From an optimization exercise on the open Yosys and OpenROAD flow, aimed at small area, a short achievable clock period and few clock cycles per item; shortcuts taken in it are not production practice. Where RTL was checked, it was by simulation tests only, not by an equivalence proof against the original. For run 2, only the layout was checked, not whether the RTL still works. No activity file was given, so power comes from the tool's default toggle rates.

`config.mk`:
```
export PLATFORM = sky130hd
export DESIGN_NAME = steer_hash
export DESIGN_NICKNAME = steer_hash
export VERILOG_FILES = /design/flow/design.v
export SDC_FILE = /design/flow/constraint.sdc
export NUM_CORES = 4
export LEC_CHECK = 0
export CAP_MARGIN = 20
export CORE_AREA = 5 5 375 375
export DIE_AREA = 0 0 380 380
export SLEW_MARGIN = 20
```
`constraint.sdc`:
```
create_clock -name core_clock -period 9.0 [get_ports {clk}]
set_input_delay 1.8000 -clock core_clock [delete_from_list [all_inputs] [get_ports {clk}]]
set_output_delay 1.8000 -clock core_clock [all_outputs]
set_load 0.01 [all_outputs]
```
`design.v`:
```
module steer_hash (
    input              clk,
    input              rst,         
    input              start,       
    input      [63:0]  in_cfg,      
    input      [639:0] in_key,      
    input      [319:0] in_tkey,     
    output reg         done,        
    output reg [31:0]  hash
);
    localparam [31:0] CRC_POLY = 32'h82F6_3B78;    
    reg         busy;
    reg  [5:0]  seg;           
    reg         en, func;
    reg  [39:0] mask;
    reg  [31:0] crc;
    reg  [31:0] tz;
    reg  [4:0]  nsel;          
    wire [15:0] seg_data = in_key[639 - 16*seg -: 16];
    wire        seg_on   = mask[seg];
    reg  [31:0] crc_next;
    integer     i;
    always @(*) begin
        crc_next = crc;
        for (i = 0; i < 16; i = i + 1) begin
            if (crc_next[0] ^ seg_data[(i < 8) ? (8 + i) : (i - 8)])
                crc_next = (crc_next >> 1) ^ CRC_POLY;
            else
                crc_next = crc_next >> 1;
        end
    end
    wire [319:0] tkey_sh = in_tkey << (16 * nsel);
    reg  [31:0]  tz_next;
    integer      j;
    always @(*) begin
        tz_next = tz;
        for (j = 0; j < 16; j = j + 1)
            if (seg_data[15 - j])
                tz_next = tz_next ^ tkey_sh[319 - j -: 32];
    end
    always @(posedge clk) begin
        if (rst) begin
            busy <= 1'b0;
            done <= 1'b0;
        end else begin
            done <= 1'b0;
            if (!busy) begin
                if (start) begin
                    busy <= 1'b1;
                    seg  <= 6'd0;
                    en   <= in_cfg[63];
                    func <= in_cfg[62];
                    mask <= in_cfg[55:16];
                    crc  <= 32'hFFFF_FFFF;
                    tz   <= 32'd0;
                    nsel <= 5'd0;
                end
            end else begin
                if (seg_on) begin
                    crc  <= crc_next;
                    tz   <= tz_next;
                    nsel <= nsel + 5'd1;
                end
                seg <= seg + 6'd1;
                if (seg == 6'd39) begin
                    busy <= 1'b0;
                    done <= 1'b1;
                    if (!en || (mask == 40'd0))
                        hash <= 32'd0;
                    else if (func)
                        hash <= seg_on ? tz_next : tz;
                    else
                        hash <= ~(seg_on ? crc_next : crc);
                end
            end
        end
    end
endmodule
```
`run.sh`:
```
#!/bin/bash
# synth_recipe.tcl (not shown) runs the flow's synth.tcl, then flattens the netlist and writes it again
# the make line also repeats each setting of config.mk as NAME=value (left out here)
make -C /OpenROAD-flow-scripts/flow DESIGN_CONFIG=/design/flow/config.mk WORK_HOME=/design/flow/orfs CLKGATE_MAP_FILE= SYNTH_SCRIPT=/design/flow/synth_recipe.tcl finish
```
==> run summary, run 1 <==
- Run status: timing/DRC/antenna clean
- Most used cell along the critical path: sky130_fd_sc_hd__xnor2_1
- Post-Synthesis Cell Area: 28800 sq um
- Core Region: 136000 sq um
- Initial core utilization: 0.212
- CTS sink cnt: 151
- Buffers added on ports: approximately 1000
- Area of the die: 144000 sq um
- CP peak stage delay: 0.87 ns
- Most used standard cell by instance count after synthesis: sky130_fd_sc_hd__nor2_1
- Flip-flop cell with the highest count after synthesis: sky130_fd_sc_hd__edfxtp_1
- Number of nets in the layout: ~5000
- List of most frequent post-synthesis cells: sky130_fd_sc_hd__nor2_1, sky130_fd_sc_hd__xnor2_1, sky130_fd_sc_hd__mux4_2
- Largest net degree at the start of global routing: 148
- Static Leakage: 14.5 nW
- Router iterations before antenna repair: 5
- Synthesized area per cell: 9.52 sq um
- Post-route core utilization: 0.308
- Synthesis Warnings: 1
- CTS tree: yes
- Total congestion overflow: 0
- EDFF count, synth: roughly 150
- Cts bufs inserted: 17
- Worst-path fanout max: 20
- Clk Latency, worst-skew pair: 0.52 ns
- Reg2reg setup slack: 1.66 ns
- Depth of the CTS H-tree: 4
- Critical path capture point type: flop
- Transition at the pin with the smallest max-transition slack: 1.09 ns
- Proportion of synthesized chip area in sequential cells: 0.157
- Cell with the biggest individual delay on the critical path: sky130_fd_sc_hd__xor2_4
- Fraction of post-synthesis cell area in the top cell type by area: 0.243
- Post-synthesis register bit count: 151
- Startpoint kind of the worst setup timing path: flop
- Post-CTS Setup Repair Bufs: 0
- Max-cap violation count: 0
- Post-detailed-placement half-perimeter wirelength: 148 mm
- Worst rel slew slack: 0.275
- Fmax: 0.136 GHz
- Wire length of the first global-routing pass: between 200 and 250 mm
- Synthesized netlist cell count: 3028
- Post_cts resized: 0
- Cell type with the highest aggregate area in the netlist: sky130_fd_sc_hd__mux4_2
- Die Wd: 380 microns
- Cell breakdown of the critical path: buf_4 -> xor2_4 -> buf_4 -> mux2i_1 -> o21ai_0 -> a32o_1 -> nand2_1 -> xnor2_1 -> xnor2_1 -> xnor2_1 -> xor3_1 -> xnor2_2 -> xnor3_1 -> a211oi_1 -> nor2_1
- Global-route usage over all layers: 0.240
- Kind of path behind the tightest hold check: flop to flop
- Top cells by area in the synthesized netlist: sky130_fd_sc_hd__mux4_2, sky130_fd_sc_hd__edfxtp_1, sky130_fd_sc_hd__xnor2_1
- Total power consumption of the routed design: 0.0195 W
- Final weighted congestion of routability-driven global placement: 0.944
- Hold Worst Slack: 0.598 ns
- Final std cells w/o fill: ~5700
- DRC violations left: 0
- Number of buffers between clock root and the deepest sink: 2
- Setup Skew: 0.0288 ns
- Critical path required time: 9.25 ns
- Post-detailed-route via-to-cell ratio: 5.20
- Max Transition Viols Final: 0
- Peak supply drop: around 1.5 mV
- Number of antenna violations at the first check in global routing: 75
- Root Buffer Master: sky130_fd_sc_hd__clkbuf_16
- Die Height: 380 microns
- CTS clk-pin slew, worst paths: 0.09 ns
- PD cells: 465 nW/um^2
- Setup repair after global routing missed its margin: no
- Final setup fails: 0
- Number of different library cells in the post-synthesis netlist: 89
- Antenna-violating nets left: 0
- CP Data Arrival Time: around 7.6 ns
- Net count after synthesis: 4061
- Setup CP Type: flop to flop
- Hold bufs inserted after CTS: 0
- FFs w/ async S/R, synth: 0
- Number of placed instances with taps included: ~5700
- Count of filler cells inserted in the layout: 14200
- Wire length per cell after detailed routing: 31.5 microns
- Via count of the first global-routing pass: 29400
- Area grow syn2layout: 45.2%
- Total wire length after detailed routing: 181 mm
- Number of design-rule violations left by the first detailed-router iteration: 3448
- Ratio of final minimum period to clock period: 0.815
- Total count of hold-check failures in the final report: 0
- Floorplan row count: around 140
- Fraction of final layout cells with drive strength greater than 1: 0.144
- TNS Setup: 0 ns
- Top Ports: 1060
- Min cycle time layout: between 7 and 8 ns
- Total number of vias: 29900
-- report_power, final --
| group | switching [W] | internal [W] |
|---|---|---|
| logic | 0.00849 | 0.00908 |
| registers | 0.000109 | 0.00103 |
| clock network | 0.000376 | 0.000397 |
-- path summary, 6_finish.rpt --
| kind | startpoint | to | cells past startpoint |
|---|---|---|---|
| max | seg[2] | hash[4] | 15 |
| min | busy | crc[15] | 1 |
| max reg2reg | seg[2] | hash[4] | 15 |
| min reg2reg | busy | crc[15] | 1 |
-- layer usage --
layer	vias to the layer above	global-route usage	share of wire
li1	12900	-	-
met1	15000	0.324	0.43
met2	1788	0.378	0.45
met3	208	0.0752	0.10
met4	34	0.0483	0.021
met5	-	0	0.0013
-- placed cells by master (no fill, tap or decap), drive strengths merged, types with 6 or more instances in the layout --
master and count:
a2111oi 14, a211o 11, a211oi 58, a21oi 96, a221o 6, a221oi 7
a22oi 31, a311oi 8, a31oi 25, a32oi 12, and2 14, and3 12
buf 112, clkbuf 20, clkdlybuf4s50 1037, diode 29, edfxtp 149, ha 6
inv 27, mux2 40, mux2i 143, mux4 311, nand2 222, nand2b 35
nand3 33, nand4 9, nor2 560, nor2b 57, nor3 26, nor4 14
o211ai 21, o21ai 57, o22ai 14, o2bb2ai 6, o31ai 8, or2 8
xnor2 477, xnor3 55, xor2 128, xor3 6
-- layout make-up --
class                           count  area, sq um  share of cell area
Timing Repair Buffer             1149        11300               0.270
Sequential cell                   151         4520               0.108
Multi-Input combinational cell   2580        23100               0.552
Clock buffer                       20          447              0.0107
Clock inverter                     12          131             0.00314
Tap cell                         1781         2230              0.0532
Antenna cell                       29         72.6             0.00173
Inverter                           20         75.1             0.00179
-- metrics by stage --
step                setup WS, ns  instance area (sq um)
global placement            1.47                  41200
floorplan                   2.65                  28800
CTS                         1.67                  41800
finish                      1.66                  41900
detailed placement          1.41                  41200
global route                1.40                  41800
-- flip-flops by register name, indices dropped and copies added, names as in the netlist --
register	cells
crc	32
done	1
hash	32
func	1
seg	6
mask	40
nsel	5
tz	32
busy	1
en	1
-- kinds of logic after synthesis --
logic type | synth area share
AO/OA/AOI/OAI | 0.0996
XOR/XNOR | 0.236
adder cells (fa/ha/maj) | 0.00260
buffers and inverters | 0.0473
flip-flops | 0.157
multiplexers | 0.308
AND/OR/NAND/NOR | 0.150
-- worst max-delay path, delay by kind of cell (launching register included) --
family / cells / cell delay [ns]
xor+xnor: 7 / 3.30
compound gates: 3 / 1.69
flops: 1 / 0.76
buf+inv: 2 / 0.67
simple gates: 2 / 0.51
mux: 1 / 0.09
Testbench counts, summed over its fixed seeds: cycles 196,800, hashes 4,800.
==> run 2: changes to the inputs <==
==> design.v (replaced) <==
module steer_hash (
    input              clk,
    input              rst,         
    input              start,       
    input      [63:0]  in_cfg,      
    input      [639:0] in_key,      
    input      [319:0] in_tkey,     
    output reg         done,        
    output     [31:0]  hash
);
    localparam [31:0] CRC_POLY = 32'h82F6_3B78;    
    function [31:0] crc_col(input integer i);
        reg [31:0] v;
        integer    n;
        begin
            v = 32'd1 << i;
            for (n = 0; n < 16; n = n + 1)
                v = v[0] ? ((v >> 1) ^ CRC_POLY) : (v >> 1);
            crc_col = v;
        end
    endfunction
    reg         busy;
    reg         func;          
    reg  [39:0] rem;           
    reg  [31:0] acc;           
    reg  [17:0] rank;          
    reg  [15:0] kc0, kc1;      
    wire        c_func = start ? in_cfg[62] : func;
    wire [39:0] c_mask = start ? (in_cfg[55:16] & {40{in_cfg[63]}}) : rem;
    wire [31:0] c_acc  = start ? 32'd0 : acc;
    wire [17:0] c_rank = start ? 18'd1 : rank;
    wire [15:0] c_k0   = start ? in_tkey[319:304] : kc0;
    wire [15:0] c_k1   = start ? in_tkey[303:288] : kc1;
    wire [39:0] lower;        
    assign lower[0] = 1'b0;
    genvar g;
    generate
        for (g = 1; g < 40; g = g + 1) begin : g_pre
            assign lower[g] = lower[g-1] | c_mask[g-1];
        end
    endgenerate
    wire [39:0] first = c_mask & ~lower;
    wire        any   = |c_mask;
    wire [39:0] rest  = c_mask & lower;
    reg  [15:0] d;
    reg  [15:0] kc2;           
    integer     s;
    always @(*) begin
        d = 16'd0;
        for (s = 0; s < 40; s = s + 1)
            d = d | (in_key[639 - 16*s -: 16] & {16{first[s]}});
        kc2 = 16'd0;
        for (s = 0; s < 18; s = s + 1)
            kc2 = kc2 | (in_tkey[319 - 16*(s+2) -: 16] & {16{c_rank[s]}});
    end
    wire [46:0] wa = {c_k0, c_k1, kc2[15:1]} & {47{c_func}};
    wire [46:0] wb = wa | {47{~c_func}};
    reg  [15:0] y;
    reg  [31:0] arr;
    reg  [31:0] col;
    integer     j, b, ci;
    always @(*) begin
        arr = 32'd0;
        for (j = 0; j < 16; j = j + 1) begin
            ci   = (j < 8) ? (7 - j) : (23 - j);
            y[j] = d[15-j] ^ (~c_func & ~c_acc[ci]);
            col  = crc_col(ci);
            for (b = 0; b < 32; b = b + 1)
                arr[b] = arr[b] ^ (y[j] & (col[b] ? wb[15-j+b] : wa[15-j+b]));
        end
    end
    wire [31:0] nxt;
    assign nxt[31:16] = arr[31:16] ^ (c_acc[31:16] | {16{~c_func}});
    assign nxt[15:0]  = arr[15:0]  ^ (c_func ? c_acc[15:0] : c_acc[31:16]);
    always @(posedge clk) begin
        if (rst) begin
            busy <= 1'b0;
            done <= 1'b0;
        end else begin
            done <= 1'b0;
            if (start || busy) begin
                busy <= |rest;
                done <= ~|rest;
            end
        end
        if (start || busy) begin
            func <= c_func;
            rem  <= rest;
            acc  <= any ? nxt : c_acc;
            rank <= any ? {c_rank[16:0], 1'b0} : c_rank;
            kc0  <= any ? c_k1 : c_k0;
            kc1  <= any ? kc2  : c_k1;
        end
    end
    assign hash = acc;
endmodule
==> run summary, run 2 <==
- Critical path required time: 9.34 ns (+0.09 ns)
- Startpoint kind of the worst setup timing path: input pin
- Global-route usage over all layers: 0.315 (+0.0751)
- Sequential cell fraction of total power: 0.131 (+0.073)
- EDFF count, synth: 122 (-18%)
- Area of the die: 144000 sq um (unchanged)
- Clk Latency, worst-skew pair: 0.51 ns (about the same)
- Post-Synthesis Cell Area: 23000 sq um (-20%)
- Total number of vias: 33200 (+11%)
- Post-CTS Setup Repair Bufs: 0 (unchanged)
- Max Transition Viols Final: 0 (unchanged)
- Number of nets in the layout: 5128 (+3.6%)
- Number of buffers between clock root and the deepest sink: 2 (unchanged)
- Post-detailed-route via-to-cell ratio: 5.58 (+7.2%)
- TNS Setup: 0 ns (unchanged)
- Number of antenna violations at the first check in global routing: 127 (+69%)
- Combinational cell fraction of total power: 0.779 (-0.123)
- Count of filler cells inserted in the layout: 15000 (+5.7%)
- Total wire length after detailed routing: 240 mm (+33%)
- Min cycle time layout: 8.13 ns (+0.790 ns)
- Switching power as a share of total power: 0.482 (+0.0213)
- CP peak stage delay: 0.86 ns (about the same)
- Hold bufs inserted after CTS: 0 (unchanged)
- CP Data Arrival Time: 8.47 ns (+0.88 ns)
- Post-detailed-placement half-perimeter wirelength: 204 mm (+38%)
- Number of flip-flops in the largest register: 39 (-2.5%)
- Final setup fails: 0 (unchanged)
- FFs w/ async S/R, synth: 0 (unchanged)
- Commonest cells after routing, fill and taps aside: sky130_fd_sc_hd__clkdlybuf4s50_1, sky130_fd_sc_hd__nand2_1, sky130_fd_sc_hd__xnor2_1
- Setup Skew: 0.0227 ns (-0.00607 ns)
- Fraction of post-synthesis cell area in the top cell type by area: 0.159 (-0.0837)
- Net count after synthesis: 4096 (+0.86%)
- Depth of the CTS H-tree: 4 (unchanged)
- Fmax: 0.123 GHz (-9.7%)
- Proportion of synthesized chip area in sequential cells: 0.161 (+0.00443)
- Total internal power: 0.00450 W (-57%)
- Leading registers by flop count: rem (39), acc (32), rank (18)
- Most used standard cell by instance count after synthesis: sky130_fd_sc_hd__nand2_1
- Static Leakage: 13.6 nW (-5.7%)
- Setup repair after global routing missed its margin: no
- Fraction of final layout cells with drive strength greater than 1: 0.0851 (-0.0594)
- Post_cts resized: 0 (unchanged)
- PD cells: 234 nW/um^2 (-50%)
- Worst rel slew slack: 0.149 (-0.126)
- Floorplan row count: 135 (unchanged)
- Die Wd: 380 microns (unchanged)
- Kind of path behind the tightest hold check: flop to flop
- Router iterations before antenna repair: 6 (+1)
- Antenna-violating nets left: 0 (unchanged)
- Max-cap violation count: 0 (unchanged)
- Final std cells w/o fill: 5949 (+3.6%)
- Total count of hold-check failures in the final report: 0 (unchanged)
- DRC violations left: 0 (unchanged)
- Total congestion overflow: 0 (unchanged)
- Post-synthesis register bit count: 124 (-18%)
- Cell type with the highest aggregate area in the netlist: sky130_fd_sc_hd__edfxtp_1
- Cts bufs inserted: 17 (unchanged)
- Wire length per cell after detailed routing: 40.4 microns (+28%)
- Buffers added on ports: 1037 (unchanged)
- Number of different library cells in the post-synthesis netlist: 107 (+20%)
- List of most frequent post-synthesis cells: sky130_fd_sc_hd__nand2_1, sky130_fd_sc_hd__xnor2_1, sky130_fd_sc_hd__nor2_1
- Top Ports: 1060 (unchanged)
- Number of design-rule violations left by the first detailed-router iteration: 5301 (+54%)
- Cell breakdown of the critical path: clkbuf_8 -> and2_1 -> buf_4 -> a21oi_2 -> nand2_1 -> buf_4 -> nor4_1 -> a2111oi_0 -> nand3_1 -> a2111oi_2 -> nand2_1 -> nand3_1 -> xnor3_1 -> xnor3_1 -> xnor3_1 -> xor2_1 -> o21ai_0 -> a22oi_1
- Transition at the pin with the smallest max-transition slack: 1.28 ns (+0.189 ns)
- Biggest register: rem
- Final WS setup: 0.872 ns (-0.790 ns)
- Total power consumption of the routed design: 0.00868 W (-55%)
- Ratio of final minimum period to clock period: 0.903 (+0.0877)
- Flip-flop cell with the highest count after synthesis: sky130_fd_sc_hd__edfxtp_1
- Root Buffer Master: sky130_fd_sc_hd__clkbuf_16
- Synthesis Warnings: 1 (unchanged)
- Peak supply drop: 0.149 mV (-90%)
- Final weighted congestion of routability-driven global placement: 1.04 (+10%)
- Top cells by area in the synthesized netlist: sky130_fd_sc_hd__edfxtp_1, sky130_fd_sc_hd__xnor2_1, sky130_fd_sc_hd__nand2_1
- Pre-CTS setup slack: 0.606 ns (-0.807 ns)
- Core Region: 136000 sq um (unchanged)
- Cell with the biggest individual delay on the critical path: sky130_fd_sc_hd__a2111oi_2
- Worst path top cell family by delay: simple AND/OR/NAND/NOR gates
- Via count of the first global-routing pass: 30900 (+5.1%)
- Worst-path fanout max: 68 (+240%)
- Most used cell along the critical path: sky130_fd_sc_hd__xnor3_1
- CTS sink cnt: 124 (-18%)
- Initial core utilization: 0.169 (-0.0429)
- Most common library cell in the layout ignoring fill and taps: sky130_fd_sc_hd__clkdlybuf4s50_1
- Critical path capture point type: flop
- Worst Path Buf+Inv: 3 (+1)
- Setup CP Type: input pin to flop
- Run status: timing/DRC/antenna clean
- CTS tree: yes
- Largest net degree at the start of global routing: 112 (-24%)
- Area grow syn2layout: 61.2%
- Portion of total power attributed to the clock network: 0.090 (+0.050)
- Number of placed instances with taps included: 5863 (+3.2%)
- CTS clk-pin slew, worst paths: 0.08 ns (about the same)
- Die Height: 380 microns (unchanged)
- Synthesized area per cell: 7.49 sq um (-21%)
- Wire length of the first global-routing pass: 308 mm (+26%)
- Power spent charging and discharging nets: 0.00418 W (-53%)
- Synthesized netlist cell count: 3069 (+1.4%)
run 2: changes by cell type in the layout (fill, tap and decap cells not counted), sizes merged, moves of 65 or more:
cell / previous run / this run
buf: 112 / 215
nor2: 560 / 263
nand3: 33 / 104
nand2: 222 / 516
mux2i: 143 / 63
a221oi: 7 / 72
a22oi: 31 / 130
a21oi: 96 / 162
xnor2: 477 / 322
mux4: 311 / 6
a22o: 1 / 82
run 2: worst paths after layout:
check	start	slack, ns	to	depth (start not counted)
worst min register to register	rank[0]	0.60	rank[0]	2
worst max-delay path	start	0.87	acc[30]	18
worst max register to register	rem[1]	2.71	acc[20]	19
worst min-delay path	rank[0]	0.60	rank[0]	2
run 2: worst min-delay path, stage by stage, from the launching register on:
cell                       delay (ns)
sky130_fd_sc_hd__edfxtp_1        0.35
sky130_fd_sc_hd__nor2_1          0.06
sky130_fd_sc_hd__nor2_1          0.08
run 2: metal layers:
layer / GRT usage / vias to the layer above / routed length, microns
met5: 0 / - / 559
met4: 0.119 / 64 / 10100
met3: 0.121 / 427 / 30200
met2: 0.459 / 2689 / 99200
met1: 0.418 / 16400 / 100000
li1: - / 13700 / -
run 2: through the flow:
step	hold slack [ns]	instance area, sq um	util
final	0.595	37100	0.273
after global routing	0.601	37000	0.273
after CTS	0.581	36900	0.272
after detailed placement	0.561	36300	0.268
after global placement	0.549	36300	0.268
after floorplan	0.516	23000	-
run 2: cell type report:
type,instances,area (sq um),share of cell area
Multi-Input combinational cell,2692,18300,0.493
Timing Repair Buffer,1251,12100,0.325
Sequential cell,124,3700,0.0999
Tap cell,1781,2230,0.0601
Clock buffer,17,425,0.0115
Clock inverter,15,173,0.00466
Antenna cell,54,135,0.00364
Inverter,15,58.8,0.00159
run 2: cells by family (layout without fill, tap and decap cells):
family | count (synthesis) | in the layout | synth area share
AO/OA/AOI/OAI | 871 | 871 | 0.282
XOR/XNOR | 441 | 441 | 0.194
other | 0 | 54 | 0
multiplexers | 88 | 88 | 0.0426
flip-flops | 124 | 124 | 0.161
buffers and inverters | 253 | 1298 | 0.0501
AND/OR/NAND/NOR | 1292 | 1292 | 0.270
run 2: power by group through the flow:
stage	Sequential [W]	Combinational, W	Clock, W
final	0.00114	0.00676	0.000782
after CTS	0.00113	0.00666	0.000801
after floorplan	0.00106	0.00415	0
after detailed placement	0.00114	0.00662	0
after global routing	0.00114	0.00706	0.000819
after global placement	0.00114	0.00661	0

==> re-timing with driven ports <==
In the flow no input, the clock included, has a driving cell. The finished layouts below were timed again as built, in two steps.
Step 1 sets driving cells, clkbuf_16 on the clock port and buf_2 on the other inputs (assumed; they add their load-dependent delay and slew).
Step 2 times the ports against the registers' clock, not the clock port: input delays grow and output delays shrink by t, the midpoint of the rising clock arrivals with the driver on.
Slacks: ideal / step 1 / step 2; pairs: ideal / step 1.
| run | t, ns | slack for setup (ns) | worst hold slack (ns) | slew at the worst register clock pin (ns) |
|---|---|---|---|---|
| run 1 | 0.576 | 1.662 / 1.662 / 1.384 | 0.598 / 0.598 / 0.598 | 0.09 / 0.09 |
| run 2 | 0.569 | 0.872 / 0.901 / 0.332 | 0.595 / 0.595 / 0.595 | 0.09 / 0.09 |
After both steps every run listed still meets setup and hold. The setup slack of run 2, which loses most, moves by +0.029 ns with the drivers and by -0.540 ns with both steps.
